Background: an optimization exercise with open tools, aiming at small area, a short achievable clock period and few clock cycles. Do not read the settings as production practice. Only simulation tests tie the RTL to the original design; equivalence was not proved. Power is estimated from default activity; no workload was simulated.

### design.v
module stripe_engine (
  input  wire        clk,
  input  wire        rst,
  input  wire        cmd_valid,
  output wire        cmd_ready,
  input  wire [5:0]  cmd_k,
  input  wire [1:0]  cmd_m,
  input  wire [34:0] cmd_lost,
  input  wire [9:0]  cmd_cols,
  input  wire        in_valid,
  output wire        in_ready,
  input  wire [31:0] in_data,
  output wire        out_valid,
  input  wire        out_ready,
  output wire [31:0] out_data,
  output wire [5:0]  out_member,
  output wire        out_last
);
  function [7:0] gmul(input [7:0] a, input [7:0] b);
    reg [7:0] p, t;
    integer i;
    begin
      p = 8'h00;
      t = a;
      for (i = 0; i < 8; i = i + 1) begin
        if (b[i]) p = p ^ t;
        t = t[7] ? ((t << 1) ^ 8'h1D) : (t << 1);
      end
      gmul = p;
    end
  endfunction
  function [31:0] gmul4(input [31:0] a, input [7:0] b);
    reg [63:0] cx;
    reg [7:0]  t;
    integer i, l;
    begin
      t = b;
      for (i = 0; i < 8; i = i + 1) begin
        cx[8*i +: 8] = t;
        t = t[7] ? ((t << 1) ^ 8'h1D) : (t << 1);
      end
      gmul4 = 32'h0;
      for (l = 0; l < 4; l = l + 1)
        for (i = 0; i < 8; i = i + 1)
          if (a[8*l + i]) gmul4[8*l +: 8] = gmul4[8*l +: 8] ^ cx[8*i +: 8];
    end
  endfunction
  function [7:0] dg(input [7:0] b);
    dg = {1'b0, b[7:1]} ^ (b[0] ? 8'h8E : 8'h00);
  endfunction
  function [31:0] h1(input [31:0] a);
    h1 = {dg(a[31:24]), dg(a[23:16]), dg(a[15:8]), dg(a[7:0])};
  endfunction
  function [31:0] h2(input [31:0] a);
    h2 = h1(h1(a));
  endfunction
  localparam [255:0] T_GPOS = 256'hC06030180C06038FC9EA75B45A2D984C261387CDE8743A1D8040201008040201;
  function [7:0] gpos(input [4:0] q);
    gpos = T_GPOS >> {q, 3'b000};
  endfunction
  localparam [255:0] T_GNEG = 256'h122448903D7AF4F5F7F3FBEBCB8B0B162C58B07DFAE9CF831B366CD8AD478E01;
  function [7:0] gneg(input [4:0] q);
    gneg = T_GNEG >> {q, 3'b000};
  endfunction
  localparam [255:0] T_ZINV = 256'h595789DEAABA8E02D2B4E9F26326DC678AC0E48574FBA9A0545FED729DA7F400;
  function [7:0] zinv(input [4:0] d);
    zinv = T_ZINV >> {d, 3'b000};
  endfunction
  function [7:0] gsq(input [7:0] a);
    begin
      gsq[0] = a[0] ^ a[4] ^ a[6] ^ a[7];
      gsq[1] = a[7];
      gsq[2] = a[1] ^ a[4] ^ a[5] ^ a[6];
      gsq[3] = a[4] ^ a[6];
      gsq[4] = a[2] ^ a[4] ^ a[5] ^ a[7];
      gsq[5] = a[5];
      gsq[6] = a[3] ^ a[5] ^ a[6];
      gsq[7] = a[6];
    end
  endfunction
  localparam [1:0] ST_IDLE = 2'd0, ST_SETUP = 2'd1, ST_RUN = 2'd2, ST_DRAIN = 2'd3;
  reg  [1:0]  st;
  reg         cmd_ready_r, in_ready_r, pok_r;
  reg  [1:0]  m_r;
  reg  [34:0] lost_r;
  reg  [9:0]  cols_r;           
  reg         lastcol;          
  reg  [4:0]  klast;            
  reg  [1:0]  scnt;             
  reg  [2:0]  lp, ap;           
  reg  [5:0]  lix;              
  reg  [4:0]  pos;              
  reg         inpar;            
  reg  [1:0]  ps;
  reg         plost;            
  reg         p0, p1;           
  reg         ald;              
  reg         sfu;              
  reg  [2:0]  used;             
  reg         first;            
  reg  [4:0]  l0, l1, l2;       
  reg  [1:0]  ecnt;             
  reg         scf, scpf;        
  reg  [31:0] A0, A1, A2;
  reg         op_v;
  reg  [1:0]  op_dst;
  reg         op_wr, op_emit, op_last;
  reg  [5:0]  op_mem;
  reg  [7:0]  mc_r;             
  reg  [2:0]  op_src;           
  reg  [2:0]  op_wd;            
  reg         op_one, op_acc;
  reg  [2:0]  ms_r;
  reg         macc_r, mxin_r;
  reg         elast;            
  reg         pe0;              
  reg         ed;
  reg  [3:0]  ei;
  reg  [2:0]  ptodo;
  reg  [1:0]  ej;
  reg  [1:0]  sp_f, sp_q;
  reg         sp_sq;
  reg         ov;
  reg  [31:0] od;
  reg  [5:0]  om;
  reg         ol;
  assign cmd_ready  = cmd_ready_r;
  assign in_ready   = in_ready_r;
  assign out_valid  = ov;
  assign out_data   = od;
  assign out_member = om;
  assign out_last   = ol;
  wire [1:0] e     = ecnt;
  wire [1:0] ra = ap[0] ? 2'd0 : ap[1] ? 2'd1 : 2'd2;
  wire [1:0] rb = (ap[0] && ap[1]) ? 2'd1 : 2'd2;
  wire       run   = (st == ST_RUN);
  wire       out_free = !ov || out_ready;
  wire       bub    = run && plost && !inpar;
  wire       cons   = in_ready_r && in_valid;
  wire       adv    = cons || (bub && pok_r);
  wire [2:0] cand   = ap & (!inpar ? 3'b111 : (ps == 2'd0) ? 3'b110 : (ps == 2'd1) ? 3'b100 : 3'b000);
  wire       has_np = |cand;
  wire [1:0] np     = cand[0] ? 2'd0 : cand[1] ? 2'd1 : 2'd2;
  wire       lastpos = (ald || inpar) && !has_np;
  wire       capt   = bub && pok_r && first;          
  wire [1:0] e_n    = capt ? ecnt + 2'd1 : ecnt;
  wire [2:0] used_n = {ap[2] && (({1'b0, ap[0]} + {1'b0, ap[1]}) < e_n),
                       ap[1] && ({1'b0, ap[0]} < e_n), ap[0] && (e_n != 2'd0)};
  wire [31:0] hd    = bub ? 32'h0 : in_data;         
  wire       lbit  = lost_r[lix];
  reg  [4:0] a_pos;
  reg        a_inpar, a_plost, a_p0, a_p1, a_ald, a_colend;
  always @* begin
    a_pos = pos; a_inpar = inpar; a_plost = plost; a_p0 = 1'b0; a_p1 = 1'b0;
    a_ald = 1'b0; a_colend = 1'b0;
    if (!inpar && !ald) begin
      a_pos = pos + 5'd1; a_plost = lbit; a_p1 = p0; a_ald = (pos + 5'd1 == klast);
    end else if (has_np) begin
      a_inpar = 1'b1;
    end else begin
      a_colend = 1'b1;
      a_pos = 5'd0; a_inpar = 1'b0; a_plost = lost_r[0]; a_p0 = 1'b1;
    end
  end
  wire       sc     = cons && scf;
  wire [5:0] sc_mem = scpf ? {1'b0, klast} + 6'd1 : {1'b0, l0};
  wire       sc_last = lastcol && (scpf ? (lp == 3'b001) : (lp == 3'b000));
  wire       dskip  = (e == 2'd1) && ap[0];
  wire       st_c   = (ald && !plost && (e == 2'd0) && (lp[2:1] != 2'b00)) ||
                      (lastpos && (e != 2'd0) && (!dskip || (lp != 3'b000)));
  wire       start  = adv && st_c;
  function [1:0] lowb(input [2:0] v);
    lowb = v[0] ? 2'd0 : v[1] ? 2'd1 : 2'd2;
  endfunction
  function [2:0] bitof(input [1:0] s);
    bitof = (s == 2'd0) ? 3'b001 : (s == 2'd1) ? 3'b010 : 3'b100;
  endfunction
  wire [3:0] dlen = (e == 2'd1) ? 4'd1 : (e == 2'd2) ? ((ra == 2'd0 && rb == 2'd1) ? 4'd4 : 4'd5) : 4'd12;
  localparam OPW = 20;
  function [OPW-1:0] dec(input ded, input [3:0] dei, input [2:0] dpt, input [1:0] dej,
                         input [1:0] de, input [1:0] dra, input [1:0] drb, input [3:0] ddl,
                         input [5:0] dk, input [4:0] dl0, input [4:0] dl1, input [4:0] dl2);
    reg [1:0] src, dst, f, q, s, xr;
    reg       wr, acc, emit, one, last, sq;
    reg [5:0] mem;
    begin
      src = 2'd0; dst = 2'd0; wr = 1'b0; acc = 1'b0; emit = 1'b0; one = 1'b0;
      mem = 6'd0; f = 2'd0; q = 2'd0; sq = 1'b0; last = 1'b0;
      s = lowb(dpt);
      xr = (de == 2'd2 && dej == 2'd1) ? drb : dra;
      if (ded) begin
        last = (dei == ddl - 4'd1) && (dpt == 3'b000);
        wr = 1'b1;
        if (de == 2'd1) begin
          src = dra; dst = dra; f = 2'd1; q = 2'd0; sq = (dra == 2'd2);
          emit = 1'b1; mem = {1'b0, dl0};
        end else if (de == 2'd2) begin
          if (dra == 2'd0 && drb == 2'd1) begin
            case (dei)
              4'd0: begin src = 2'd0; dst = 2'd1; acc = 1'b1; f = 2'd0; q = 2'd1; end
              4'd1: begin src = 2'd1; dst = 2'd1; f = 2'd1; q = 2'd0; end
              4'd2: begin src = 2'd1; dst = 2'd1; f = 2'd2; q = 2'd0; emit = 1'b1; mem = {1'b0, dl0}; end
              default: begin src = 2'd1; dst = 2'd0; acc = 1'b1; one = 1'b1; emit = 1'b1; mem = {1'b0, dl1}; end
            endcase
          end else if (dra == 2'd0) begin
            case (dei)
              4'd0: begin src = 2'd0; dst = 2'd2; acc = 1'b1; f = 2'd0; q = 2'd1; sq = 1'b1; end
              4'd1: begin src = 2'd2; dst = 2'd2; f = 2'd1; q = 2'd0; sq = 1'b1; end
              4'd2: begin src = 2'd2; dst = 2'd2; f = 2'd2; q = 2'd0; end
              4'd3: begin src = 2'd2; dst = 2'd2; f = 2'd2; q = 2'd0; emit = 1'b1; mem = {1'b0, dl0}; end
              default: begin src = 2'd2; dst = 2'd0; acc = 1'b1; one = 1'b1; emit = 1'b1; mem = {1'b0, dl1}; end
            endcase
          end else begin
            case (dei)
              4'd0: begin src = 2'd1; dst = 2'd2; acc = 1'b1; f = 2'd0; q = 2'd1; end
              4'd1: begin src = 2'd2; dst = 2'd2; f = 2'd1; q = 2'd0; sq = 1'b1; end
              4'd2: begin src = 2'd2; dst = 2'd2; f = 2'd2; q = 2'd0; emit = 1'b1; mem = {1'b0, dl0}; end
              4'd3: begin src = 2'd2; dst = 2'd1; acc = 1'b1; f = 2'd0; q = 2'd0; end
              default: begin src = 2'd1; dst = 2'd1; f = 2'd1; q = 2'd1; emit = 1'b1; mem = {1'b0, dl1}; end
            endcase
          end
        end else begin
          case (dei)
            4'd0:  begin src = 2'd1; dst = 2'd2; acc = 1'b1; f = 2'd0; q = 2'd2; end
            4'd1:  begin src = 2'd0; dst = 2'd1; acc = 1'b1; f = 2'd0; q = 2'd2; end
            4'd2:  begin src = 2'd1; dst = 2'd2; acc = 1'b1; f = 2'd0; q = 2'd1; end
            4'd3:  begin src = 2'd2; dst = 2'd2; f = 2'd1; q = 2'd0; sq = 1'b1; end
            4'd4:  begin src = 2'd2; dst = 2'd2; f = 2'd2; q = 2'd0; end
            4'd5:  begin src = 2'd2; dst = 2'd2; f = 2'd2; q = 2'd1; emit = 1'b1; mem = {1'b0, dl0}; end
            4'd6:  begin src = 2'd2; dst = 2'd1; acc = 1'b1; f = 2'd0; q = 2'd0; end
            4'd7:  begin src = 2'd2; dst = 2'd1; acc = 1'b1; f = 2'd0; q = 2'd2; end
            4'd8:  begin src = 2'd1; dst = 2'd1; f = 2'd1; q = 2'd1; end
            4'd9:  begin src = 2'd1; dst = 2'd1; f = 2'd2; q = 2'd2; emit = 1'b1; mem = {1'b0, dl1}; end
            4'd10: begin src = 2'd2; dst = 2'd0; acc = 1'b1; one = 1'b1; end
            default: begin src = 2'd1; dst = 2'd0; acc = 1'b1; one = 1'b1; emit = 1'b1; mem = {1'b0, dl2}; end
          endcase
        end
      end else begin
        last = (dej == de) && ((dpt & ~bitof(s)) == 3'b000);
        mem = dk + {4'd0, s};
        sq = (s == 2'd2);
        one = (s == 2'd0);
        if (dej == 2'd0) begin
          src = s; dst = s; wr = (de != 2'd0); emit = (de == 2'd0);
          f = 2'd0; q = 2'd3;
        end else begin
          src = xr; dst = s; wr = 1'b1; acc = 1'b1; emit = (dej == de);
          f = 2'd0; q = dej - 2'd1;
        end
      end
      if (one) f = 2'd3;
      dec = {src, dst, wr, acc, emit, one, mem, last, f, q, sq};
    end
  endfunction
  reg        s_ed;
  reg [3:0]  s_ei;
  reg [2:0]  s_pt;
  reg [1:0]  s_ej;
  always @* begin
    s_ed = ed; s_ei = ei; s_pt = ptodo; s_ej = ej;
    if (ed) begin
      if (ei == dlen - 4'd1) s_ed = 1'b0;
      else s_ei = ei + 4'd1;
    end else begin
      if (ej == e) s_pt = ptodo & ~bitof(lowb(ptodo));
      else s_ej = ej + 2'd1;
    end
    if ((ed && !s_ed) || (!ed && s_pt != ptodo))
      s_ej = {1'b0, (e != 2'd0) && s_pt[0]};
  end
  wire       dskip_n = (e_n == 2'd1) && ap[0];
  wire       z_ed    = (e_n != 2'd0) && !dskip_n;
  wire [2:0] z_pt    = (e_n == 2'd0) ? (lp & 3'b110) : lp;
  wire [1:0] z_ej    = {1'b0, (e_n != 2'd0) && z_pt[0]};
  wire [OPW-1:0] dcur = dec(ed, ei, ptodo, ej, e, ra, rb, dlen, {1'b0, klast} + 6'd1, l0, l1, l2);
  wire [OPW-1:0] dnxt = dec(s_ed, s_ei, s_pt, s_ej, e, ra, rb, dlen, {1'b0, klast} + 6'd1, l0, l1, l2);
  wire [3:0] dlen_n = (e_n == 2'd1) ? 4'd1 : (e_n == 2'd2) ? ((ra == 2'd0 && rb == 2'd1) ? 4'd4 : 4'd5) : 4'd12;
  wire [OPW-1:0] dst0 = dec(z_ed, 4'd0, z_pt, z_ej, e_n, ra, rb, dlen_n, {1'b0, klast} + 6'd1, l0, l1, l2);
  wire [4:0] cq   = (sp_q == 2'd0) ? l0 : (sp_q == 2'd1) ? l1 : (sp_q == 2'd2) ? l2 : klast;
  wire [4:0] cda  = (sp_q == 2'd2) ? l1 : l0;
  wire [4:0] cdb  = (sp_q == 2'd0) ? l1 : l2;
  wire [4:0] czd  = cdb - cda;
  wire [7:0] cpn  = (sp_f == 2'd0) ? gpos(cq) : gneg(cq);
  wire [7:0] cval = (sp_f == 2'd3) ? 8'h01 : (sp_f == 2'd2) ? zinv(czd) : sp_sq ? gsq(cpn) : cpn;
  wire [7:0] yk   = gpos(klast);
  wire [7:0] ycoef = (np == 2'd2) ? gsq(yk) : yk;
  wire [31:0] m_a    = ({32{ms_r[0]}} & A0) | ({32{ms_r[1]}} & A1) | ({32{ms_r[2]}} & A2);
  wire [7:0]  m_c    = mc_r;
  wire [31:0] m_d    = (op_dst == 2'd0) ? A0 : (op_dst == 2'd1) ? A1 : A2;
  wire [31:0] m_x    = gmul4(m_a, m_c) ^ (macc_r ? m_d : 32'h0) ^ (mxin_r ? in_data : 32'h0);
  wire        op_hold = op_emit && ov;
  wire        op_go  = op_v && (!op_hold || out_ready);
  wire [2:0]  op_wgo = {3{op_v}} & op_wd & {3{!op_hold || out_ready}};
  wire        load   = start || (op_go && !op_last);
  wire        wload  = adv && !op_v && !lastpos && has_np && (ald || inpar);   
  wire        opv_n   = load || (op_v && !op_go);
  wire        ov_n    = (op_go && op_emit) || sc || (ov && !out_ready);
  wire        pe0_n   = start ? (e == 2'd0) : pe0;
  reg  [1:0]  st_n;
  reg  [4:0]  pos_n;
  reg         inpar_n, plost_n, p0_n;
  reg  [1:0]  ps_n;
  always @* begin
    st_n = st; pos_n = pos; inpar_n = inpar; plost_n = plost; p0_n = p0; ps_n = ps;
    case (st)
      ST_IDLE:  if (cmd_valid && cmd_ready_r) st_n = ST_SETUP;
      ST_SETUP: if (scnt == m_r - 2'd1) begin
                  st_n = ST_RUN; pos_n = 5'd0; inpar_n = 1'b0; plost_n = lost_r[0]; p0_n = 1'b1;
                end
      ST_RUN:   if (adv) begin
                  pos_n = a_pos; inpar_n = a_inpar; plost_n = a_plost; p0_n = a_p0; ps_n = np;
                  if (a_colend && lastcol) st_n = ST_DRAIN;
                end
      default:  if (cmd_valid && cmd_ready_r) st_n = ST_SETUP;
    endcase
    if (st_n == ST_DRAIN && !opv_n) st_n = ST_IDLE;
  end
  wire pok_n = (p0_n && pe0_n) || !opv_n;
  wire       wscp_c = ald && !plost && (e == 2'd0) && lp[0];
  wire       wscp_a = a_ald && !a_plost && (e_n == 2'd0) && lp[0];
  wire       wsc_c = wscp_c || (inpar && ps == 2'd0 && (e == 2'd1) && ap[0]);
  wire       wsc_a = wscp_a || (a_inpar && np == 2'd0 && (e_n == 2'd1) && ap[0]);
  wire [1:0] wps_a = a_inpar ? np : ps;
  wire       wsc   = adv ? wsc_a : wsc_c;
  wire [1:0] wps   = adv ? wps_a : ps;
  reg  [2:0] ms_n;
  reg        macc_n, mxin_n;
  always @* begin
    if (load) begin
      ms_n = bitof(dcur[OPW-1:OPW-2]); macc_n = dcur[OPW-6]; mxin_n = 1'b0;
    end else if (op_v && !op_go) begin
      ms_n = op_src; macc_n = op_acc; mxin_n = 1'b0;
    end else begin
      ms_n = bitof(wps); macc_n = 1'b0; mxin_n = 1'b1;
    end
  end
  always @(posedge clk) begin
    if (cmd_ready_r) begin
      klast  <= cmd_k[4:0] - 5'd1;
      m_r    <= cmd_m;
      lost_r <= cmd_lost;
      cols_r <= cmd_cols;
    end
    if (rst) begin
      st          <= ST_IDLE;
      cmd_ready_r <= 1'b1;
      in_ready_r  <= 1'b0;
      pok_r       <= 1'b0;
      op_v        <= 1'b0;
      ov          <= 1'b0;
    end else begin
      st          <= st_n;
      cmd_ready_r <= (st_n == ST_IDLE) ||
                     (st_n == ST_DRAIN && (!opv_n || (load ? dcur[5] : op_last)));
      pok_r       <= pok_n;
      in_ready_r  <= (st_n == ST_RUN) && pok_n && !(!inpar_n && plost_n) && !(wsc && ov_n);
      op_v        <= opv_n;
      ov          <= ov_n;
    end
    pos   <= pos_n;
    inpar <= inpar_n;
    plost <= plost_n;
    p0    <= p0_n;
    ps    <= ps_n;
    used  <= used_n;
    if (st == ST_SETUP || (run && adv)) begin
      p1  <= run && a_p1;
      ald <= run && a_ald;
      sfu <= run && a_inpar && used_n[np];
    end
    if (cmd_ready_r) begin
      scnt <= 2'd0;
      lp   <= 3'b000;
      ap   <= 3'b000;
      lix  <= cmd_k;
    end else if (st == ST_SETUP) begin
      scnt  <= scnt + 2'd1;
      lp[scnt] <= lbit;
      ap[scnt] <= !lbit;
      lix   <= (scnt == m_r - 2'd1) ? 6'd1 : lix + 6'd1;
      lastcol <= (cols_r == 10'd1);
      first <= 1'b1;
      ecnt  <= 2'd0;
    end
    if (run && adv && !inpar && !ald)
      lix <= lix + 6'd1;
    if (run && adv && a_colend)
      lix <= 6'd1;
    if (run && adv && a_colend && !lastcol) begin
      cols_r  <= cols_r - 10'd1;
      lastcol <= (cols_r == 10'd2);
      first   <= 1'b0;
    end
    if (capt) begin
      case (ecnt)
        2'd0: l0 <= pos;
        2'd1: l1 <= pos;
        default: l2 <= pos;
      endcase
      ecnt <= e_n;
    end
    if (load) begin
      {op_dst, op_wr, op_acc, op_emit, op_one, op_mem, op_last} <= dcur[OPW-3:5];
      op_src <= bitof(dcur[OPW-1:OPW-2]);
      op_wd  <= dcur[OPW-5] ? bitof(dcur[OPW-3:OPW-4]) : 3'b000;
      if (dcur[5]) begin
        ed <= z_ed; ei <= 4'd0; ptodo <= z_pt; ej <= z_ej;
        {sp_f, sp_q, sp_sq} <= dst0[4:0];
      end else begin
        ed <= s_ed; ei <= s_ei; ptodo <= s_pt; ej <= s_ej;
        {sp_f, sp_q, sp_sq} <= dnxt[4:0];
      end
    end else begin
      if (!op_v || (op_go && op_last)) begin
        ed <= z_ed; ei <= 4'd0; ptodo <= z_pt; ej <= z_ej;
        {sp_f, sp_q, sp_sq} <= dst0[4:0];
      end
    end
    if (start) begin
      elast <= lastcol;
      pe0   <= (e == 2'd0);
    end
    scf    <= wsc;
    scpf   <= adv ? wscp_a : wscp_c;
    ms_r   <= ms_n;
    macc_r <= macc_n;
    mxin_r <= mxin_n;
    if (load)
      mc_r <= cval;
    else if (wload)
      mc_r <= ycoef;
    if (op_wgo[0])
      A0 <= m_x;
    else if (cons || bub && pok_r) begin
      if (!inpar)
        A0 <= p0 ? hd : A0 ^ hd;
      else if (sfu && ps == 2'd0)
        A0 <= A0 ^ in_data;
    end
    if (op_wgo[1])
      A1 <= m_x;
    else if ((cons || bub && pok_r) && !p0) begin
      if (!inpar)
        A1 <= h1(p1 ? A0 : A1) ^ hd;
      else if (sfu && ps == 2'd1)
        A1 <= m_x;
    end
    if (op_wgo[2])
      A2 <= m_x;
    else if ((cons || bub && pok_r) && !p0) begin
      if (!inpar)
        A2 <= h2(p1 ? A0 : A2) ^ hd;
      else if (sfu && ps == 2'd2)
        A2 <= m_x;
    end
    if (op_go && op_emit) begin
      od <= m_x;
      om <= op_mem;
      ol <= op_last && elast;
    end else if (sc) begin
      od <= A0 ^ in_data;
      om <= sc_mem;
      ol <= sc_last;
    end
  end
endmodule
### flow/run.sh
#!/bin/bash
set -euo pipefail
bash standard.sh "BUFFER_PORTS_ARGS=-buffer_cell sky130_fd_sc_hd__buf_2" finish > orfs_make.log 2>&1
### standard.sh
#!/bin/bash
# synth_recipe.tcl (not shown) runs the flow's synth.tcl, then flattens the netlist and writes it again
# the make line also repeats each setting of config.mk as NAME=value (left out here)
make -C /OpenROAD-flow-scripts/flow DESIGN_CONFIG=/design/flow/config.mk WORK_HOME=/design/flow/orfs CLKGATE_MAP_FILE= SYNTH_SCRIPT=/design/flow/synth_recipe.tcl "${@:-finish}"
### config.mk
export PLATFORM = sky130hd
export DESIGN_NAME = stripe_engine
export DESIGN_NICKNAME = stripe_engine
export VERILOG_FILES = /design/flow/design.v
export SDC_FILE = /design/flow/constraint.sdc
export NUM_CORES = 8
export LEC_CHECK = 0
export ABC_AREA = 1
export ABC_CLOCK_PERIOD_IN_PS = 2000
export CAP_MARGIN = 65
export CORE_MARGIN = 2
export CORE_UTILIZATION = 70
export CTS_BUF_LIST = sky130_fd_sc_hd__clkbuf_8 sky130_fd_sc_hd__clkbuf_16
export CTS_CLUSTER_DIAMETER = 40
export CTS_CLUSTER_SIZE = 12
export SETUP_SLACK_MARGIN = 5
export SLEW_MARGIN = 65
### constraint.sdc
create_clock -name core_clock -period 10.0 [get_ports {clk}]
set_input_delay 2.0000 -clock core_clock [delete_from_list [all_inputs] [get_ports {clk}]]
set_output_delay 2.0000 -clock core_clock [all_outputs]
set_load 0.01 [all_outputs]
==> summary.md, run 1 <==
| Metric | Value |
|---|---|
| Flop and latch count out of synthesis | around 290 |
| Crit share post-route | 42.2% |
| Sum Neg Setup Slack | 0 ns |
| Final worst slack | slightly below 6 ns |
| Placed Instances | ~4000 |
| Clk_skew | about 0.048 ns |
| Cells after synthesis | between 3000 and 4000 |
| Total power | 7890 uW |
| Psw | roughly 3800 uW |
| Dpl hpwl | 57400 um |
| Power Internal | about 4000 uW |
| Drt drc | 0 |
| WP data arrival | around 4.6 ns |
| RSZ-0062 raised after global routing | no |
| Pwr dens | between 200 and 300 nW/um^2 |
| Hold Buf Count CTS | 0 |
| Post-synthesis async set-or-reset flop share | 0% |
| Library cells used by synthesis | 63 |
| Tightest Hold Check Type | reg2reg |
| Worst skew pair latency | slightly below 0.6 ns |
| Top cell type's share of synthesized area | a little under a third |
| WHS Path Cells | 2 |
| Crit Path Max Fanout | 30 |
| H-Tree Depth | 2 |
| Min Tclk post-route | ~4.2 ns |
| Total GRT Usage | 45.5% |
| Synth Area per Inst | between 7 and 8 um^2 |
| Core area | 34700 um^2 |
| YS warnings | 1 |
| Vias per cell | about 6.4 |
| Synthesized cell area | 24800 um^2 |
| Row count | between 60 and 70 |
| PortBufs | about 130 |
| CTS Root Cell | clkbuf_16 |
| # IOs | between 100 and 150 |
| Buf/Inv on CP | 5 |
| Area delta synth->final | 11.6% |
| Final std cells w/o fill | about 4100 |
| Clk pin slew, worst setup/hold paths | roughly 0.060 ns |
| CP Cell Sequence | buf_2 -> inv_1 -> a31oi_2 -> nand2_1 -> nand2_1 -> buf_4 -> clkinv_1 -> buf_4 -> o21ai_0 -> a21oi_1 -> o21bai_1 |
| Setup violators final | 0 |
| Total number of vias | around 26000 |
| VDD IR max | 0.000208 V |
| Sequential power share | 23.0% |
| Run status | finished clean |
| Sw Ratio | 48.5% |
| CP delay by family, top | buffers and inverters |
| Proportion of layout cells with a drive suffix above 1 | 9.20% |
| Slew Limit Headroom | just over 60% |
| Clock sink count | 289 |
| Clk pwr share | 20.6% |
| Crit start category | input port |
| Dpl ws | ~5.6 ns |
| Static Leak | 0.0124 uW |
| Nets | approximately 3700 |
| Crit path depth | 11 |
| Gate power share | roughly 56% |
| Area contributors post-synth | edfxtp_1, nand2_1, xor2_1 |
| Hold WS | between 0.5 and 0.6 ns |
| Initial antenna violation count | 5 |
| Drt wl/cell | roughly 21 um |
| Largest net degree at the start of global routing | 63 |
| Reg2Reg Depth | 18 |
| CTS buffer count | between 40 and 50 |
| Iter 0 DRT Violations | roughly 4000 |
| Syn_nets | roughly 3600 |
| CTS tree | built |
| EDFF count, synth | 255 |
| Initial Utilization | just over 70% |
| Slowest cell on the critical path | clkinv_1 |
| GP Congestion | roughly 1.0 |
| Post-synth top area cell | edfxtp_1 |
| Total gr overflow | 0 |
| Top FF cell, synth | edfxtp_1 |
| Die footprint | between 30000 and 40000 um^2 |
| Sequential-to-total area share from yosys stat | between 30% and 40% |
| Drt total wl | around 85000 um |
| Drt pass-1 iters | 10 |
| Bufs on Longest Clock Path | 3 |
| Post-CTS Setup Bufs | 0 |
| First-pass GRT wire length | about 130000 um |
| Max-slew violations | 0 |
| DRT antenna net count | 0 |
| Final hold violations | 0 |
| Slew @ Worst Pin | about 0.57 ns |
| Max cap viols | 0 |
| Setup CP Type | in2reg |
| Crit. End Element | register |
| Die H | between 150 and 200 um |
| Vias in the first global route | around 25000 |
| CP peak stage delay | ~0.55 ns |
| Die X | approximately 190 um |
| Worst Path Required | 10.33 ns |
| Max Clk Rate | between 200 and 250 MHz |
| Post-CTS Resized | 0 |
-- flip-flops by register name (all words and copies together) (netlist names), 6 cells and up --
signal  flops
od         32
om          6
mc_r        8
lost_r     35
A1         32
A0         32
cols_r     10
A2         32
op_mem      6
lix         6
-- layout by cell type, fill, tap and decap left out, types with 10 or more instances in the layout --
cell and instances:
inv_1 318, ha_1 58, o21ai_1 28, a21oi_1 89, dfxtp_1 31, xnor2_1 190, nand4_1 12, o22ai_1 22
o21ai_0 274, a31oi_1 22, nand2_1 1076, nor2_1 294, clkbuf_16 47, edfxtp_1 255, xor2_1 251, o221ai_1 45
buf_2 131, o21ai_2 10, nand3_1 188, buf_4 37, nor3_1 14, nand2_2 12, o211ai_1 28
-- cell type report --
class                   instances  area (um^2)
diodes                          3         7.51
clock buffers                  48         1190
clock inverters                33          359
fillers                      2346         7020
inverters                     325         1230
multi-input cells            2723        15000
flip-flops and latches        289         8340
well taps                     455          569
repair buffers                178         1040
-- cells by family (layout without fill, tap and decap cells) --
kind of cell             count (synthesis)  count (layout)  synth area share, %
AO/OA/AOI/OAI                          573             573                 13.4
XOR/XNOR                               453             453                 16.3
adder cells (fa/ha/maj)                 62              62                 3.19
buffers and inverters                  460             584                 7.20
flip-flops                             289             289                 33.6
multiplexers                             3               3                0.121
other                                    0               3                    0
AND/OR/NAND/NOR                       1632            1632                 26.2
-- layer usage --
layer	GRT usage [%]	vias up	share of wire, %
met5	0	-	0.028
met4	27.1	4	6.4
met3	14.2	545	16
met2	69.0	2252	43
met1	57.2	11700	35
li1	-	11600	-
-- tightest hold or removal path, delay by kind of cell (launching register included) --
kind               cells  cell delay [ns]
AOI/OAI and AO/OA      2             0.14
DFF                    1             0.32
-- cells in the mapped netlist, types with 3 or more instances --
master       n
nor2_1     301
clkbuf_2     3
o31ai_1      9
mux2i_1      3
xor2_2       3
nor4_1       4
edfxtp_1   255
buf_1        9
a31oi_1     23
o211ai_1    28
xor2_1     254
nand2_2      5
or2_2        8
buf_4        6
nor3_1      15
clkinv_1     5
o221ai_1    45
inv_1      313
xnor2_1    192
clkbuf_1    95
o21ai_1     27
o22ai_1     23
nor2_2       3
dfxtp_1     34
o21ai_0    286
a22oi_1      4
o21bai_1     7
nand4_1     12
nand3_1    189
inv_2        7
o311ai_0     3
o21a_1       3
ha_1        60
nand2_1   1087
buf_2       21
a221oi_1     5
a21oi_1     89
-- through the flow --
stage | instance area (um^2) | utilization (%)
floorplan | 24800 | -
CTS | 27600 | 79.4
detailed placement | 26000 | 74.9
finish | 27700 | 79.8
global placement | 25700 | 74.0
global route | 27700 | 79.8
-- worst paths after layout --
check            end      start  slack, ns
max           A1[27]  out_ready       5.78
min            ap[2]      ap[2]       0.51
max reg2reg  mc_r[2]    sp_q[0]       6.14
min reg2reg    ap[2]      ap[2]       0.51
-- power groups by stage --
| stage | Combinational, uW | Sequential [uW] | Clock (uW) |
|---|---|---|---|
| 4_1_cts | 4220 | 1810 | 1610 |
| 3_5_place_dp | 4160 | 1830 | 0 |
| 5_1_grt | 4830 | 1830 | 1660 |
| 6_report | 4450 | 1810 | 1630 |
| 3_3_place_gp | 3960 | 1840 | 0 |
| 2_1_floorplan | 3140 | 1760 | 0 |
Testbench counts, summed over its fixed seeds: cycles 148,484.
==> inputs of run 2 (changes only) <==
--- a/config.mk
+++ b/config.mk
@@ -12,6 +12,6 @@
 export CORE_UTILIZATION = 70
 export CTS_BUF_LIST = sky130_fd_sc_hd__clkbuf_8 sky130_fd_sc_hd__clkbuf_16
-export CTS_CLUSTER_DIAMETER = 40
-export CTS_CLUSTER_SIZE = 12
+export CTS_CLUSTER_DIAMETER = 50
+export CTS_CLUSTER_SIZE = 15
 export SETUP_SLACK_MARGIN = 5
 export SLEW_MARGIN = 65
==> run 2 against run 1 <==
Wire length fell by 2.9%. Clock skew decreased by 0.020 ns. Still clean on timing, DRC and antenna. Critical endpoint is now A1[29]. Final area is 2.0% lower. Critical path depth is 1 lower.
==> summary.md, run 2 <==
| Metric | Value |
|---|---|
| Run status | finished clean |
| Synthesized cell area | 24800 um^2 |
| Flop and latch count out of synthesis | roughly 290 |
| Commonest non-fill, non-tap cell in the layout | nand2_1 |
| PortBufs | roughly 130 |
| Sum Neg Setup Slack | 0 ns |
| Source of the worst register-to-register timing path | sp_q[0] |
| CTS buffer count | 31 |
| Drt pass-1 iters | 14 |
| Area of the multi-input gates | around 15000 um^2 |
| Row count | 68 |
| Post-CTS Resized | 0 |
| Final hold violations | 0 |
| Min Tclk post-route | 3.93 ns |
| Die X | between 150 and 200 um |
| WP data arrival | approximately 4.3 ns |
| Top FF cell, synth | edfxtp_1 |
| Largest net degree at the start of global routing | between 60 and 70 |
| VDD IR max | 0.000190 V |
| RSZ-0062 raised after global routing | no |
| Crit share post-route | between 30% and 40% |
| Max-slew violations | 0 |
| First-pass GRT wire length | approximately 130000 um |
| Total power | approximately 7400 uW |
| Reg area | roughly 8300 um^2 |
| Flop-to-flop setup slack | 6.22 ns |
| Area contributors post-synth | edfxtp_1, nand2_1, xor2_1 |
| Crit start category | input port |
| Clock sink count | roughly 290 |
| Reg2Reg Depth | 18 |
| Syn_nets | 3624 |
| Initial Utilization | 71.5% |
| Core area | about 35000 um^2 |
| Crit Path Max Fanout | 30 |
| Drt drc | 0 |
| H-Tree Depth | 1 |
| Synth Area per Inst | around 7.1 um^2 |
| Initial antenna violation count | 6 |
| Crit. End Element | register |
| # IOs | ~130 |
| Area delta synth->final | 9.35% |
| Clk_skew | between 0.02 and 0.03 ns |
| Hold Buf Count CTS | 0 |
| CTS Root Cell | clkbuf_16 |
| Proportion of layout cells with a drive suffix above 1 | roughly 8.7% |
| Worst skew pair latency | ~0.62 ns |
| Reg2reg end | mc_r[2] |
| Biggest register | lost_r |
| Sequential-to-total area share from yosys stat | between 30 and 40% |
| Worst Hold Endpoint | macc_r |
| Iter 0 DRT Violations | around 3700 |
| Tightest Hold Check Type | reg2reg |
| Dpl hpwl | roughly 57000 um |
| Nets | 3700 |
| Total number of vias | ~26000 |
| Slew Limit Headroom | 61.3% |
| Vias in the first global route | ~24000 |
| Post-synth top area cell | edfxtp_1 |
| DRT antenna net count | 0 |
| Total gr overflow | 0 |
| Top-count cell post-synth | nand2_1 |
| Clk pin slew, worst setup/hold paths | roughly 0.070 ns |
| Fill count | 2476 |
| Top cells by count, synth | nand2_1, inv_1, nor2_1 |
| Post-CTS Setup Bufs | 0 |
| CTS tree | built |
| Max Clk Rate | roughly 250 MHz |
| Post-synthesis async set-or-reset flop share | 0% |
| Worst Path Required | just over 10 ns |
| Setup CP Type | in2reg |
| Total GRT Usage | about 44% |
| Pwr dens | roughly 270 nW/um^2 |
| Drt total wl | around 83000 um |
| Max cap viols | 0 |
| Setup violators final | 0 |
| Die footprint | 37000 um^2 |
| EDFF count, synth | 255 |
| Drt wl/cell | approximately 20 um |
| Vias per cell | 6.35 |
| Slew @ Worst Pin | 0.580 ns |
| YS warnings | 1 |
| Static Leak | about 0.012 uW |
| Top cell type's share of synthesized area | a little under a third |
| Hold Crit Start | op_acc |
| Die H | approximately 190 um |
| GP Congestion | between 1 and 1.5 |
| WHS Path Cells | 2 |
| Library cells used by synthesis | 63 |
| Most frequent cells in the layout | nand2_1, inv_1, nor2_1 |
| Bufs on Longest Clock Path | 3 |
| Cells after synthesis | approximately 3500 |
| Max reg flops | 35 |
==> run 2: cell types whose count changed in the layout (fill, tap and decap cells not counted), sizes merged <==
cell / before / now
diode: 3 / 1
inv: 336 / 334
clkbuf: 50 / 34
clkinvlp: 3 / 1
bufinv: 5 / 1
==> run 2: logic make-up (layout without fill, tap and decap cells) <==
group / Yosys count / after routing / share of synthesized area, %
and+or+nand+nor: 1632 / 1632 / 26.2
AOI/OAI and AO/OA: 573 / 573 / 13.4
buffers and inverters: 460 / 560 / 7.20
xor gates and xnor gates: 453 / 453 / 16.3
DFF: 289 / 289 / 33.6
adders and majority gates: 62 / 62 / 3.19
muxes: 3 / 3 / 0.121
other: 0 / 1 / 0
==> run 2: per-stage QoR <==
| step | hold slack (ns) | worst slack, ns | area [um^2] | util [%] | std cells |
|---|---|---|---|---|---|
| floorplan | 0.437 | 6.00 | 24800 | - | 3472 |
| global placement | 0.461 | 5.43 | 25700 | 74.0 | 3950 |
| CTS | 0.481 | 6.23 | 27000 | 77.8 | 4021 |
| detailed placement | 0.465 | 5.64 | 26000 | 74.9 | 3964 |
| finish | 0.485 | 6.07 | 27100 | 78.2 | 4028 |
| global route | 0.534 | 5.83 | 27100 | 78.2 | 4028 |
==> run 2: layout make-up <==
cell class	count	area share (%)
clock buffer	32	2.91
timing repair buffer	178	3.83
antenna	1	0.00922
inverter	325	4.53
clock inverter	25	0.756
multi-input combinational	2723	55.1
tap	455	2.10
sequential	289	30.7
==> run 2: critical path, stage by stage <==
cell     delay (ns)
buf_2          0.11
inv_1          0.07
a31oi_2        0.31
nand2_1        0.14
nand2_1        0.10
buf_4          0.44
inv_1          0.38
buf_4          0.37
o21ai_0        0.30
inv_1          0.06
==> run 2: how the worst max path moves through the flow <==
stage	startpoint	to	slack, ns
finish	out_ready	A1[29]	6.07
global route	sp_q[0]	mc_r[2]	5.83
CTS	in_valid	cols_r[4]	6.23
detailed placement	in_valid	cols_r[4]	5.64
global placement	out_ready	om[5]	5.43
floorplan	out_ready	od[0]	6.00
==> run 2: power breakdown <==
part           switching [uW]  internal (uW)
combinational            2980           1430
clock                     543            612
sequential                179           1630
total                    3700           3670
==> run 2: layer usage <==
| metal | wire, um | vias to the layer above | track usage, % |
|---|---|---|---|
| li1 | - | 11500 | - |
| met1 | 29100 | 11500 | 56.6 |
| met2 | 36000 | 2072 | 67.6 |
| met3 | 12800 | 445 | 13.3 |
| met4 | 4650 | 10 | 22.3 |
| met5 | 67 | - | 0 |
==> inputs of run 3 (changes only) <==
--- a/config.mk
+++ b/config.mk
@@ -10,5 +10,5 @@
 export CAP_MARGIN = 65
 export CORE_MARGIN = 2
-export CORE_UTILIZATION = 70
+export CORE_UTILIZATION = 75
 export CTS_BUF_LIST = sky130_fd_sc_hd__clkbuf_8 sky130_fd_sc_hd__clkbuf_16
 export CTS_CLUSTER_DIAMETER = 50
==> run 3 against run 2 <==
Worst setup slack worse by 0.076 ns. Area after synthesis stayed put. Flip-flop and latch count stayed put. Clock skew is 0.0039 ns higher. Largest power group unchanged. Die area is 6.5% lower. Global-route usage is 5.5 points higher. Still clean. Register-to-register slack worse by 0.22 ns. Synthesized cell count stayed put. Final cell count is 0.60% lower. Wire length is 5.5% higher. Non-clock buffer count is 12 lower. Total power is 0.93% higher.
==> summary.md, run 3 <==
| Metric | Value |
|---|---|
| Initial antenna violation count | 3 |
| Commonest non-fill, non-tap cell in the layout | nand2_1 |
| Most frequent cells in the layout | nand2_1, inv_1, nor2_1 |
| Flop-to-flop setup slack | roughly 6 ns |
| Hold Crit Start | ap[2] |
| Total gr overflow | 0 |
| Drt wl/cell | between 20 and 25 um |
| Total number of vias | around 27000 |
| Pwr dens | about 280 nW/um^2 |
| Iter 0 DRT Violations | roughly 4300 |
| Initial Utilization | approximately three quarters |
| Crit Path Max Fanout | 33 |
| Max reg flops | 35 |
| Source of the worst register-to-register timing path | inpar |
| Slowest cell on the critical path | clkinv_1 |
| Area delta synth->final | 8.95% |
| Top cell type's share of synthesized area | between 30% and 40% |
| Vias in the first global route | 25600 |
| Final hold violations | 0 |
| Total GRT Usage | around half |
| Die H | roughly 190 um |
| Max Clk Rate | about 250 MHz |
| Total power | roughly 7400 uW |
| Nets | about 3700 |
| WP data arrival | between 4 and 5 ns |
| Reg2Reg Depth | 14 |
| Synthesized cell area | between 20000 and 25000 um^2 |
| Bufs on Longest Clock Path | 3 |
| Biggest register | lost_r |
| Hold Buf Count CTS | 0 |
| CP Cell Sequence | buf_4 -> nor2_1 -> inv_1 -> nand2_1 -> nor2_1 -> nand2_1 -> o22ai_1 -> nand2_1 -> nand2_4 -> clkinv_1 -> nor2_1 -> inv_1 -> nand2_1 -> a21oi_1 |
| Fill count | 2031 |
| GP Congestion | 1.03 |
| First-pass GRT wire length | between 100000 and 150000 um |
| Drt pass-1 iters | 8 |
| Post-synth top area cell | edfxtp_1 |
| Cells after synthesis | approximately 3500 |
| Sum Neg Setup Slack | 0 ns |
| Library cells used by synthesis | between 60 and 70 |
| CTS buffer count | 31 |
| Largest net degree at the start of global routing | 76 |
| Synth Area per Inst | between 7 and 8 um^2 |
| Slew Limit Headroom | between 60% and 70% |
| YS warnings | 1 |
| Top-count cell post-synth | nand2_1 |
| DRT antenna net count | 0 |
| Row count | 66 |
| Most frequent CP cell | nand2_1 |
| Cell Area, Placed | approximately 26000 um^2 |
| CTS Root Cell | clkbuf_16 |
| Max cap viols | 0 |
| Static Leak | around 0.012 uW |
| Top FF cell, synth | edfxtp_1 |
| CTS tree | built |
| Flop and latch count out of synthesis | 289 |
| Die X | between 150 and 200 um |
| Drt drc | 0 |
| Clock sink count | between 200 and 300 |
| # IOs | 132 |
| Area contributors post-synth | edfxtp_1, nand2_1, xor2_1 |
| Tightest Hold Check Type | reg2reg |
| Clk pin slew, worst setup/hold paths | 0.07 ns |
| Crit share post-route | 40.0% |
| Core area | approximately 33000 um^2 |
| Worst skew pair latency | 0.62 ns |
| Area of the multi-input gates | between 10000 and 15000 um^2 |
| Final instance area | between 20000 and 30000 um^2 |
| CP peak stage delay | about 0.54 ns |
| Max-slew violations | 0 |
| Clk_skew | between 0.03 and 0.04 ns |
| RSZ-0062 raised after global routing | no |
| Worst Hold Endpoint | ap[2] |
| Crit start category | register |
| EDFF count, synth | 255 |
| PortBufs | 131 |
| Post-synthesis async set-or-reset flop share | 0% |
| Sequential-to-total area share from yosys stat | around 34% |
| Vias per cell | between 6 and 7 |
| Dpl hpwl | between 50000 and 60000 um |
| Reg2reg end | sp_q[0] |
| WHS Path Cells | 2 |
| Die footprint | about 35000 um^2 |
| Min Tclk post-route | 4.00 ns |
| Setup CP Type | reg2reg |
| Worst Path Required | between 10 and 15 ns |
| Run status | finished clean |
| Drt total wl | between 80000 and 90000 um |
| Crit. End Element | register |
| VDD IR max | 0.000296 V |
| H-Tree Depth | 1 |
| Reg area | approximately 8300 um^2 |
| Setup violators final | 0 |
| Top cells by count, synth | nand2_1, inv_1, nor2_1 |
| Proportion of layout cells with a drive suffix above 1 | about 8.4% |
| Slew @ Worst Pin | 0.565 ns |
| Syn_nets | around 3600 |
| Post-CTS Setup Bufs | 0 |
| Post-CTS Resized | 0 |
run 3: cell counts after synthesis:
No cell type changed its count.
run 3: worst max path at each step:
stage                         start       to  slack (ns)  depth (start not counted)
after detailed placement  out_ready    A1[1]        5.65                         11
final                         inpar  sp_q[0]        6.00                         14
after CTS                 out_ready    A1[1]        6.15                         11
after global routing        sp_q[0]  mc_r[0]        5.78                         23
after floorplan           out_ready    od[0]        6.00                          5
after global placement    out_ready    A2[2]        5.19                          9
run 3: layout make-up:
type | instances | share of cell area (%)
clock inverter | 25 | 0.639
multi-input combinational | 2723 | 55.3
timing repair buffer | 166 | 3.60
clock buffer | 33 | 2.97
tap | 442 | 2.05
inverter | 325 | 4.57
antenna | 1 | 0.00926
sequential | 289 | 30.9
run 3: per-layer routing:
metal  track usage [%]  vias up  wire (um)
met2              75.1     2598      37200
met3              17.6      725      14400
met1              59.2    11900      28500
met5                 0        -         22
li1                  -    11500          -
met4              33.6        4       7080
run 3: through the flow:
stage                     utilization, %  hold slack [ns]  setup slack (ns)  cells
after floorplan                        -            0.437              6.00   3472
after global placement              78.8            0.460              5.19   3935
after detailed placement            79.6            0.480              5.65   3938
after CTS                           82.6            0.498              6.15   3996
after global routing                83.1            0.519              5.78   4004
final                               83.1            0.503              6.00   4004
run 3: cell families after synthesis:
group / Yosys count / synth area share, %
and+or+nand+nor: 1632 / 26.2
xor gates and xnor gates: 453 / 16.3
buffers and inverters: 460 / 7.20
adders and majority gates: 62 / 3.19
DFF: 289 / 33.6
AOI/OAI and AO/OA: 573 / 13.4
muxes: 3 / 0.121
run 3: worst max-delay path: cells and delay by family, from the launching register on:
kind	cells	cell delay, ns
DFF	1	0.42
AOI/OAI and AO/OA	2	0.22
and+or+nand+nor	8	1.89
buffers and inverters	4	1.20
run 3: where the power goes:
| part | leakage [uW] | switching [uW] | internal [uW] | total, uW |
|---|---|---|---|---|
| registers | 0.00270 | 210 | 1630 | 1840 |
| logic | 0.00889 | 3040 | 1430 | 4470 |
| clock network | 0.000516 | 545 | 592 | 1140 |
| total | 0.0121 | 3790 | 3650 | 7440 |
==> inputs of run 4 (changes only) <==
--- a/config.mk
+++ b/config.mk
@@ -8,10 +8,10 @@
 export ABC_AREA = 1
 export ABC_CLOCK_PERIOD_IN_PS = 2000
-export CAP_MARGIN = 65
+export CAP_MARGIN = 60
 export CORE_MARGIN = 2
-export CORE_UTILIZATION = 75
+export CORE_UTILIZATION = 70
 export CTS_BUF_LIST = sky130_fd_sc_hd__clkbuf_8 sky130_fd_sc_hd__clkbuf_16
 export CTS_CLUSTER_DIAMETER = 50
 export CTS_CLUSTER_SIZE = 15
 export SETUP_SLACK_MARGIN = 5
-export SLEW_MARGIN = 65
+export SLEW_MARGIN = 60
==> run 4 against run 3 <==
Critical path depth is 3 lower. Global-route usage is 5.4 points lower. Maximum frequency shrank 0.73%. Combinational power down 2%. Via count fell by 3.2%. Critical path type is now in2reg. Critical endpoint is now A1[27]. Largest power group unchanged.
==> summary.md, run 4 <==
| Metric | Value |
|---|---|
| Setup CP Type | in2reg |
| Proportion of layout cells with a drive suffix above 1 | 7.94% |
| CTS buffer count | 31 |
| CTS tree | built |
| Total number of vias | approximately 26000 |
| DR WL met2 | ~36000 um |
| Nets | roughly 3700 |
| Library cells used by synthesis | 63 |
| Setup violators final | 0 |
| Post-synth top area cell | edfxtp_1 |
| Slew Limit Headroom | about 57% |
| Synth Area per Inst | 7.15 um^2 |
| Syn_nets | ~3600 |
| Highest routed layer | met5 |
| # IOs | 132 |
| Final std cells w/o fill | a little over 4000 |
| Top cells by count, synth | nand2_1, inv_1, nor2_1 |
| VDD IR max | about 0.00019 V |
| WP data arrival | approximately 4.4 ns |
| PortBufs | 131 |
| Final instance area | around 27000 um^2 |
| Clock sink count | 289 |
| Main combinational cell family by area after synthesis | simple AND/OR/NAND/NOR gates |
| Drt pass-1 iters | 7 |
| Tightest Hold Check Type | reg2reg |
| Drt drc | 0 |
| Max reg flops | 35 |
| Die footprint | roughly 37000 um^2 |
| Run status | finished clean |
| YS warnings | 1 |
| Initial antenna violation count | 5 |
| First-pass GRT wire length | between 100000 and 150000 um |
| Crit. End Element | register |
| Final hold violations | 0 |
| CTS Root Cell | clkbuf_16 |
| H-Tree Depth | 1 |
| Iter 0 DRT Violations | between 3000 and 4000 |
| Max cap viols | 0 |
| Met3 wire length | 12800 um |
| Max Clk Rate | approximately 250 MHz |
| Placed Instances | a little under 4000 |
| EDFF count, synth | approximately 260 |
| Vias per cell | around 6.4 |
| Commonest non-fill, non-tap cell in the layout | nand2_1 |
| Drt wl/cell | ~21 um |
| Core area | approximately 35000 um^2 |
| Drt total wl | ~83000 um |
| Worst skew pair latency | ~0.6 ns |
| DRT antenna net count | 0 |
| Cells after synthesis | approximately 3500 |
| Sum Neg Setup Slack | 0 ns |
| Top-count cell post-synth | nand2_1 |
| Dpl hpwl | 57700 um |
| Max-slew violations | 0 |
| Post-synthesis async set-or-reset flop share | 0% |
| Bufs on Longest Clock Path | 3 |
| Util after Layout | between 70 and 80% |
| Largest net degree at the start of global routing | 63 |
| Static Leak | ~0.012 uW |
| Cell Area, Placed | around 26000 um^2 |
| Worst Path Required | 10.35 ns |
| Post-Synth Simple-Gate Area | approximately a quarter |
| Total GRT Usage | 44.2% |
| Area delta synth->final | 8.92% |
| Post-synthesis share of cell area spent on xor and xnor gates | 16.3% |
| Compound-Gate Fraction of Synth Area | between 10% and 20% |
| Die X | about 190 um |
| Slew @ Worst Pin | approximately 0.65 ns |
| Hold Buf Count CTS | 0 |
| Vias in the first global route | around 24000 |
| Post-CTS Resized | 0 |
| Routed met1 length | roughly 29000 um |
| Min Tclk post-route | between 4 and 5 ns |
| Top cell type's share of synthesized area | between 30 and 40% |
| Biggest register | lost_r |
| Pwr dens | around 270 nW/um^2 |
| RSZ-0062 raised after global routing | no |
| Multiplexer share of the synthesized area | 0.121% |
| Initial Utilization | ~70% |
| Synthesized cell area | 24800 um^2 |
| Clk pin slew, worst setup/hold paths | ~0.070 ns |
| Row count | roughly 70 |
| Total power | roughly 7400 uW |
| Sequential-to-total area share from yosys stat | about 34% |
| Die H | 192 um |
| Crit Path Max Fanout | 30 |
| GP Congestion | between 1 and 1.5 |
| Most frequent cells in the layout | nand2_1, inv_1, nor2_1 |
| Flop and latch count out of synthesis | about 290 |
| Area contributors post-synth | edfxtp_1, nand2_1, xor2_1 |
| Post-Synth Adder-Cell Area | 3.19% |
| Top FF cell, synth | edfxtp_1 |
| Post-CTS Setup Bufs | 0 |
| Total gr overflow | 0 |
| Clk_skew | between 0.02 and 0.025 ns |
| Crit start category | input port |
| Crit share post-route | roughly two fifths |
## run 4: area by class of cell
| cell class | instances | area, um^2 |
|---|---|---|
| inverters | 325 | 1230 |
| fillers | 2530 | 7690 |
| multi-input cells | 2723 | 14900 |
| clock inverters | 26 | 283 |
| repair buffers | 169 | 956 |
| clock buffers | 31 | 776 |
| diodes | 5 | 12.5 |
| flip-flops and latches | 289 | 8340 |
| well taps | 455 | 569 |
## run 4: kinds of logic after synthesis
family	Yosys count
multiplexers	3
adder cells (fa/ha/maj)	62
AO/OA/AOI/OAI	573
XOR/XNOR	453
AND/OR/NAND/NOR	1632
flip-flops	289
buffers and inverters	460
## run 4: final timing paths
kind	slack, ns	to	from	cells after the start
worst max register to register	6.13	sp_q[1]	inpar	15
worst min register to register	0.48	macc_r	op_acc	2
worst max-delay path	5.97	A1[27]	out_ready	11
worst min-delay path	0.48	macc_r	op_acc	2
## run 4: power breakdown
part / switching (uW) / leakage (uW) / total (uW) / internal, uW
logic: 2970 / 0.00888 / 4380 / 1410
registers: 194 / 0.00270 / 1820 / 1630
clock network: 538 / 0.000542 / 1220 / 680
total: 3700 / 0.0121 / 7420 / 3720
## run 4: routing by layer
layer	GRT usage [%]	up-vias
li1	-	11500
met1	56.1	11700
met2	68.3	2125
met3	13.7	482
met4	22.2	4
met5	0	-
## run 4: critical path: stages
cell	delay, ns
buf_2	0.09
inv_1	0.09
a31oi_2	0.40
nand2_1	0.15
nand2_1	0.09
buf_4	0.44
inv_1	0.39
buf_4	0.36
o21ai_0	0.12
a21oi_1	0.06
o21bai_1	0.16
## run 4: stage by stage
| stage | worst slack [ns] | hold WS [ns] |
|---|---|---|
| 3_3_place_gp | 5.43 | 0.461 |
| 5_1_grt | 5.83 | 0.522 |
| 4_1_cts | 6.03 | 0.479 |
| 2_1_floorplan | 6.00 | 0.437 |
| 6_report | 5.97 | 0.484 |
| 3_5_place_dp | 5.50 | 0.482 |
==> inputs of run 5 (changes only) <==
--- a/config.mk
+++ b/config.mk
@@ -8,10 +8,10 @@
 export ABC_AREA = 1
 export ABC_CLOCK_PERIOD_IN_PS = 2000
-export CAP_MARGIN = 60
+export CAP_MARGIN = 65
 export CORE_MARGIN = 2
 export CORE_UTILIZATION = 70
 export CTS_BUF_LIST = sky130_fd_sc_hd__clkbuf_8 sky130_fd_sc_hd__clkbuf_16
-export CTS_CLUSTER_DIAMETER = 50
-export CTS_CLUSTER_SIZE = 15
+export CTS_CLUSTER_DIAMETER = 60
+export CTS_CLUSTER_SIZE = 20
 export SETUP_SLACK_MARGIN = 5
-export SLEW_MARGIN = 60
+export SLEW_MARGIN = 65
==> run 5 against run 4 <==
Still clean. First-iteration DRC count up 1.8%. Clock power fell by 11%. Total power is 1.4% lower.
==> summary.md, run 5 <==
| Metric | Value |
|---|---|
| CTS Root Cell | clkbuf_16 |
| Flop and latch count out of synthesis | ~290 |
| Slew Limit Headroom | between 60% and 70% |
| Dpl ws | 5.64 ns |
| Synth Area per Inst | between 7 and 8 um^2 |
| Proportion of layout cells with a drive suffix above 1 | under 10% |
| Min Tclk post-route | roughly 4 ns |
| Vias per cell | roughly 6.3 |
| Static Leak | around 0.012 uW |
| Multiplexer share of the synthesized area | 0.121% |
| Top-count cell post-synth | nand2_1 |
| Initial Utilization | between 70% and 80% |
| Biggest register | lost_r |
| Initial antenna violation count | 6 |
| First-pass GRT wire length | ~130000 um |
| Top cell type's share of synthesized area | slightly above 30% |
| Cells after synthesis | 3472 |
| Pwr dens | 270 nW/um^2 |
| Fill count | ~2500 |
| Setup violators final | 0 |
| Post-Synth Simple-Gate Area | 26.2% |
| Slowest cell on the critical path | buf_4 |
| Tightest Hold Check Type | reg2reg |
| Top FF cell, synth | edfxtp_1 |
| Commonest non-fill, non-tap cell in the layout | nand2_1 |
| Row count | 68 |
| Most frequent cells in the layout | nand2_1, inv_1, nor2_1 |
| DRT antenna net count | 0 |
| Crit. End Element | register |
| Gate power share | about three fifths |
| RSZ-0062 raised after global routing | no |
| CTS tree | built |
| Max cap viols | 0 |
| CP Cell Sequence | buf_2 -> inv_1 -> a31oi_2 -> nand2_1 -> nand2_1 -> buf_4 -> inv_1 -> buf_4 -> o21ai_0 -> a21oi_1 -> o21bai_1 |
| Core area | between 30000 and 40000 um^2 |
| Max-slew violations | 0 |
| Die X | approximately 190 um |
| Crit share post-route | about two fifths |
| Buf/Inv on CP | 5 |
| Run status | finished clean |
| Sw Ratio | 50.8% |
| Clock sink count | around 290 |
| Main combinational cell family by area after synthesis | simple AND/OR/NAND/NOR gates |
| Compound-Gate Fraction of Synth Area | 13.4% |
| Iter 0 DRT Violations | roughly 3500 |
| Drt wl/cell | about 20 um |
| Crit Path Max Fanout | 30 |
| WP data arrival | around 4.3 ns |
| Nets | roughly 3700 |
| Post-CTS Resized | 0 |
| Final worst slack | between 6 and 7 ns |
| Crit start category | input port |
| Hold Buf Count CTS | 0 |
| Power Internal | 3600 uW |
| Util after Layout | between 70 and 80% |
| Dpl hpwl | approximately 57000 um |
| GP Congestion | around 1.0 |
| Clk pwr share | 14.9% |
| YS warnings | 1 |
| Final hold violations | 0 |
| VDD IR max | just under 0.0003 V |
| Setup CP Type | in2reg |
| Sequential-to-total area share from yosys stat | ~34% |
| Clk pin slew, worst setup/hold paths | 0.08 ns |
| Post-synthesis share of cell area spent on xor and xnor gates | between 10% and 20% |
| Area contributors post-synth | edfxtp_1, nand2_1, xor2_1 |
| Drt drc | 0 |
| Drt total wl | 82200 um |
| Syn_nets | between 3000 and 4000 |
| EDFF count, synth | ~260 |
| Sum Neg Setup Slack | 0 ns |
| Vias in the first global route | 24300 |
| Drt pass-1 iters | 9 |
| Synthesized cell area | approximately 25000 um^2 |
| Total gr overflow | 0 |
| # IOs | 132 |
| Slew @ Worst Pin | 0.561 ns |
| Total number of vias | between 20000 and 30000 |
| Largest net degree at the start of global routing | 63 |
| Post-CTS Setup Bufs | 0 |
| CTS buffer count | 27 |
| CP delay by family, top | buffers and inverters |
| Clk_skew | 0.0250 ns |
| Die footprint | around 37000 um^2 |
| Post-Synth Adder-Cell Area | around 3.2% |
| Post-synth top area cell | edfxtp_1 |
| CP peak stage delay | 0.42 ns |
| Max reg flops | 35 |
| Bufs on Longest Clock Path | 3 |
| Sequential power share | 24.7% |
| PortBufs | 131 |
| Psw | about 3700 uW |
| H-Tree Depth | 1 |
| Top cells by count, synth | nand2_1, inv_1, nor2_1 |
| Worst Path Required | between 10 and 15 ns |
| Total GRT Usage | between 40% and 50% |
| Post-synthesis async set-or-reset flop share | 0% |
| Area delta synth->final | 9.21% |
| Worst skew pair latency | ~0.6 ns |
| Die H | just under 200 um |
| Max Clk Rate | 252 MHz |
| Library cells used by synthesis | 63 |
[run 5: area by class of cell]
class	instances	area [um^2]	share of cell area (%)
Multi-Input combinational cell	2723	15000	55.2
Timing Repair Buffer	178	1060	3.93
Clock buffer	28	689	2.54
Tap cell	455	569	2.10
Clock inverter	22	231	0.854
Antenna cell	5	12.5	0.0462
Sequential cell	289	8340	30.8
Inverter	325	1230	4.54
[run 5: cells by family (layout without fill, tap and decap cells)]
kind of cell,count (synthesis),count (layout)
flops,289,289
other cells,0,5
mux,3,3
compound gates,573,573
simple gates,1632,1632
xor+xnor,453,453
buf+inv,460,553
fa+ha+maj,62,62
[run 5: metal layers]
metal / GRT usage (%) / part of all wire, % / vias to the layer above
met5: 0 / 0.047 / -
met4: 22.6 / 6.0 / 6
met3: 13.9 / 16 / 463
met2: 67.1 / 43 / 2053
met1: 55.5 / 35 / 11500
li1: - / - / 11500
[run 5: through the flow]
stage / cell area (um^2) / power [uW] / hold slack [ns] / instances
after floorplan: 24800 / 4900 / 0.437 / 3472
after global placement: 25700 / 5800 / 0.461 / 3950
after detailed placement: 26000 / 5990 / 0.465 / 3964
after CTS: 26900 / 7090 / 0.483 / 4014
after global routing: 27100 / 7750 / 0.535 / 4021
final: 27100 / 7310 / 0.483 / 4025
[run 5: worst paths after layout]
check	from	endpoint	depth (start not counted)	slack (ns)
worst max register to register	sp_q[0]	mc_r[2]	18	6.15
worst max-delay path	out_ready	A1[27]	11	6.03
worst min-delay path	op_acc	macc_r	2	0.48
worst min register to register	op_acc	macc_r	2	0.48
[run 5: worst min-delay path: stages (launching register included)]
cell and delay (ns):
edfxtp_1 0.33, nand3_1 0.07, nand2_1 0.06
[run 5: power groups by stage]
stage	clock, uW	sequential, uW	combinational [uW]
2_1_floorplan	0	1760	3140
3_3_place_gp	0	1840	3960
3_5_place_dp	0	1830	4160
4_1_cts	1080	1810	4200
5_1_grt	1120	1820	4810
6_report	1090	1810	4420
==> inputs of run 6 (changes only) <==
--- a/config.mk
+++ b/config.mk
@@ -10,5 +10,5 @@
 export CAP_MARGIN = 65
 export CORE_MARGIN = 2
-export CORE_UTILIZATION = 70
+export CORE_UTILIZATION = 75
 export CTS_BUF_LIST = sky130_fd_sc_hd__clkbuf_8 sky130_fd_sc_hd__clkbuf_16
 export CTS_CLUSTER_DIAMETER = 60
==> run 6 against run 5 <==
Critical path type unchanged. Sequential share of layout area is 0.17 points higher. First-iteration DRC count is 24% higher. Die area is 6.5% lower. Still clean. Highest routed layer unchanged. Largest power group unchanged. Total power is 1.1% higher. Maximum frequency is 0.31% higher. Wire length is 4.4% higher. Register-to-register slack hardly changed. Critical endpoint is now A1[1]. Final area is 0.49% lower.
==> summary.md, run 6 <==
| Metric | Value |
|---|---|
| Run status | finished clean |
| Fill count | between 2000 and 2500 |
| Main combinational cell family by area after synthesis | simple AND/OR/NAND/NOR gates |
| Iter 0 DRT Violations | ~4400 |
| DRT antenna net count | 0 |
| Max-slew violations | 0 |
| Slew Limit Headroom | between 50% and 60% |
| Biggest register | lost_r |
| Compound-Gate Fraction of Synth Area | between 10% and 20% |
| Top FF cell, synth | edfxtp_1 |
| Largest net degree at the start of global routing | 76 |
| Commonest non-fill, non-tap cell in the layout | nand2_1 |
| Area contributors post-synth | edfxtp_1, nand2_1, xor2_1 |
| Vias per cell | about 6.6 |
| Dpl hpwl | 57400 um |
| Die X | ~190 um |
| EDFF count, synth | around 260 |
| Drt pass-1 iters | 10 |
| Worst skew pair latency | roughly 0.59 ns |
| Post-CTS Resized | 0 |
| Setup CP Type | in2reg |
| Final hold violations | 0 |
| First-pass GRT wire length | between 100000 and 150000 um |
| Psw | ~3800 uW |
| Die footprint | between 30000 and 40000 um^2 |
| Post-Synth Simple-Gate Area | between 20% and 30% |
| RSZ-0062 raised after global routing | no |
| Post-Synth Adder-Cell Area | between 3 and 4% |
| Min Tclk post-route | slightly below 4 ns |
| Slew @ Worst Pin | 0.605 ns |
| YS warnings | 1 |
| Die H | roughly 190 um |
| Initial Utilization | between 70% and 80% |
| Nets | 3684 |
| Gate power share | a little over 60% |
| Max cap viols | 0 |
| Hold Buf Count CTS | 0 |
| CTS buffer count | 27 |
| Area delta synth->final | 8.68% |
| WP data arrival | 4.29 ns |
| Cells after synthesis | between 3000 and 4000 |
| Post-synth top area cell | edfxtp_1 |
| Total number of vias | roughly 27000 |
| Bufs on Longest Clock Path | 3 |
| Drt wl/cell | approximately 21 um |
| Post-synthesis share of cell area spent on xor and xnor gates | 16.3% |
| Total GRT Usage | between 40% and 50% |
| Sequential-to-total area share from yosys stat | between 30% and 40% |
| H-Tree Depth | 1 |
| Max reg flops | 35 |
| Setup violators final | 0 |
| # IOs | between 100 and 150 |
| Top cell type's share of synthesized area | 30.9% |
| Sum Neg Setup Slack | 0 ns |
| Tightest Hold Check Type | reg2reg |
| GP Congestion | between 1 and 1.5 |
| Static Leak | 0.0121 uW |
| Sw Ratio | between 50% and 60% |
| Crit Path Max Fanout | 32 |
| Clk_skew | 0.0331 ns |
| Top cells by count, synth | nand2_1, inv_1, nor2_1 |
| Max Clk Rate | between 200 and 300 MHz |
| Most frequent cells in the layout | nand2_1, inv_1, nor2_1 |
| Initial antenna violation count | 2 |
| Crit share post-route | around 40% |
| Flop and latch count out of synthesis | 289 |
| Library cells used by synthesis | 63 |
| CTS tree | built |
| Core area | 32500 um^2 |
| VDD IR max | approximately 0.00022 V |
| Top-count cell post-synth | nand2_1 |
| Drt total wl | between 80000 and 90000 um |
| Total gr overflow | 0 |
| Clk pwr share | approximately 15% |
| Clock sink count | between 200 and 300 |
| Util after Layout | ~83% |
| Proportion of layout cells with a drive suffix above 1 | about 8.2% |
| Worst Path Required | 10.33 ns |
| Vias in the first global route | ~26000 |
| Power Internal | about 3600 uW |
| PortBufs | approximately 130 |
| Post-synthesis async set-or-reset flop share | 0% |
| Syn_nets | roughly 3600 |
| Synthesized cell area | ~25000 um^2 |
| CTS Root Cell | clkbuf_16 |
| Multiplexer share of the synthesized area | less than 1% |
| Row count | between 60 and 70 |
| Clk pin slew, worst setup/hold paths | around 0.090 ns |
| Sequential power share | between 20% and 30% |
| Crit. End Element | register |
| Post-CTS Setup Bufs | 0 |
| Crit start category | input port |
| Pwr dens | 274 nW/um^2 |
| Drt drc | 0 |
| Synth Area per Inst | 7.15 um^2 |
==> run 6: layer usage <==
| layer | up-vias | track usage (%) | routed length, um |
|---|---|---|---|
| met5 | - | 0.741 | 10 |
| met2 | 2486 | 74.0 | 37100 |
| li1 | 11500 | - | - |
| met4 | 2 | 31.9 | 6550 |
| met1 | 11800 | 58.7 | 28300 |
| met3 | 692 | 16.7 | 13900 |
==> run 6: metrics by stage <==
stage / power, uW / setup WS (ns) / hold WS [ns] / area (um^2) / instances
global placement: 5760 / 5.19 / 0.460 / 25600 / 3935
floorplan: 4900 / 6.00 / 0.437 / 24800 / 3472
CTS: 7110 / 6.20 / 0.499 / 26800 / 3988
finish: 7400 / 6.04 / 0.499 / 27000 / 3998
detailed placement: 5980 / 5.65 / 0.480 / 25900 / 3938
global route: 7790 / 5.75 / 0.521 / 27000 / 3996
==> run 6: cell type report <==
cell class                      instances  area, um^2  area share (%)
Antenna cell                            3        7.51          0.0278
Clock buffer                           27         676            2.51
Clock inverter                         23         244           0.905
Inverter                              325        1230            4.58
Multi-Input combinational cell       2723       14900            55.4
Sequential cell                       289        8350            31.0
Tap cell                              442         553            2.05
Timing Repair Buffer                  166         972            3.61
==> run 6: logic make-up after synthesis <==
group / count (synthesis)
AND/OR/NAND/NOR: 1632
AO/OA/AOI/OAI: 573
buffers and inverters: 460
XOR/XNOR: 453
flip-flops: 289
adder cells (fa/ha/maj): 62
multiplexers: 3
==> run 6: path summary, 6_finish.rpt <==
kind | start | slack (ns) | cells past startpoint | end
min | ap[2] | 0.50 | 2 | ap[2]
max reg2reg | sp_q[0] | 6.14 | 23 | mc_r[0]
max | out_ready | 6.04 | 11 | A1[1]
min reg2reg | ap[2] | 0.50 | 2 | ap[2]
==> run 6: worst max-delay path, stage by stage <==
cell and delay [ns]:
buf_2 0.10, inv_1 0.08, a31oi_2 0.39, nand2_1 0.18, nand2_1 0.10, buf_4 0.47, inv_1 0.11, buf_4 0.32
o21ai_0 0.21, a21oi_1 0.13, o21bai_1 0.18
==> run 6: power groups by stage <==
stage,combinational (uW),clock [uW],sequential [uW]
2_1_floorplan,3140,0,1760
3_3_place_gp,3920,0,1840
3_5_place_dp,4140,0,1850
4_1_cts,4200,1080,1820
5_1_grt,4820,1130,1840
6_report,4470,1100,1830

-- static timing again, ports no longer ideal --
How much do the figures lean on ideal ports? The routed layouts below were timed once more, with nothing changed but the port constraints. Step 1: set_driving_cell puts a clkbuf_16 on clk and a buf_2 on each other input, an assumption about the parent block. Step 2, shift: input delay + t, output delay - t, t = (earliest + latest rising clock arrival at the registers) / 2. This alone moves slack from input paths to output paths. Three values: ideal, step 1, step 2; two values: the first two.
run	shift t [ns]	setup WS [ns]	worst slew at a driven data input, ns
run 1	0.625	5.778 / 5.813 / 5.188	0.13
run 2	0.665	6.073 / 6.107 / 5.441	0.12
run 3	0.661	5.996 / 5.996 / 5.483	0.08
run 4	0.659	5.967 / 6.002 / 5.343	0.12
run 5	0.640	6.032 / 6.065 / 5.425	0.14
run 6	0.633	6.044 / 6.079 / 5.447	0.09
After both steps setup and hold are still met in every run listed. The setup slack of run 2, which loses most, moves by +0.034 ns with the drivers and by -0.632 ns with both steps.
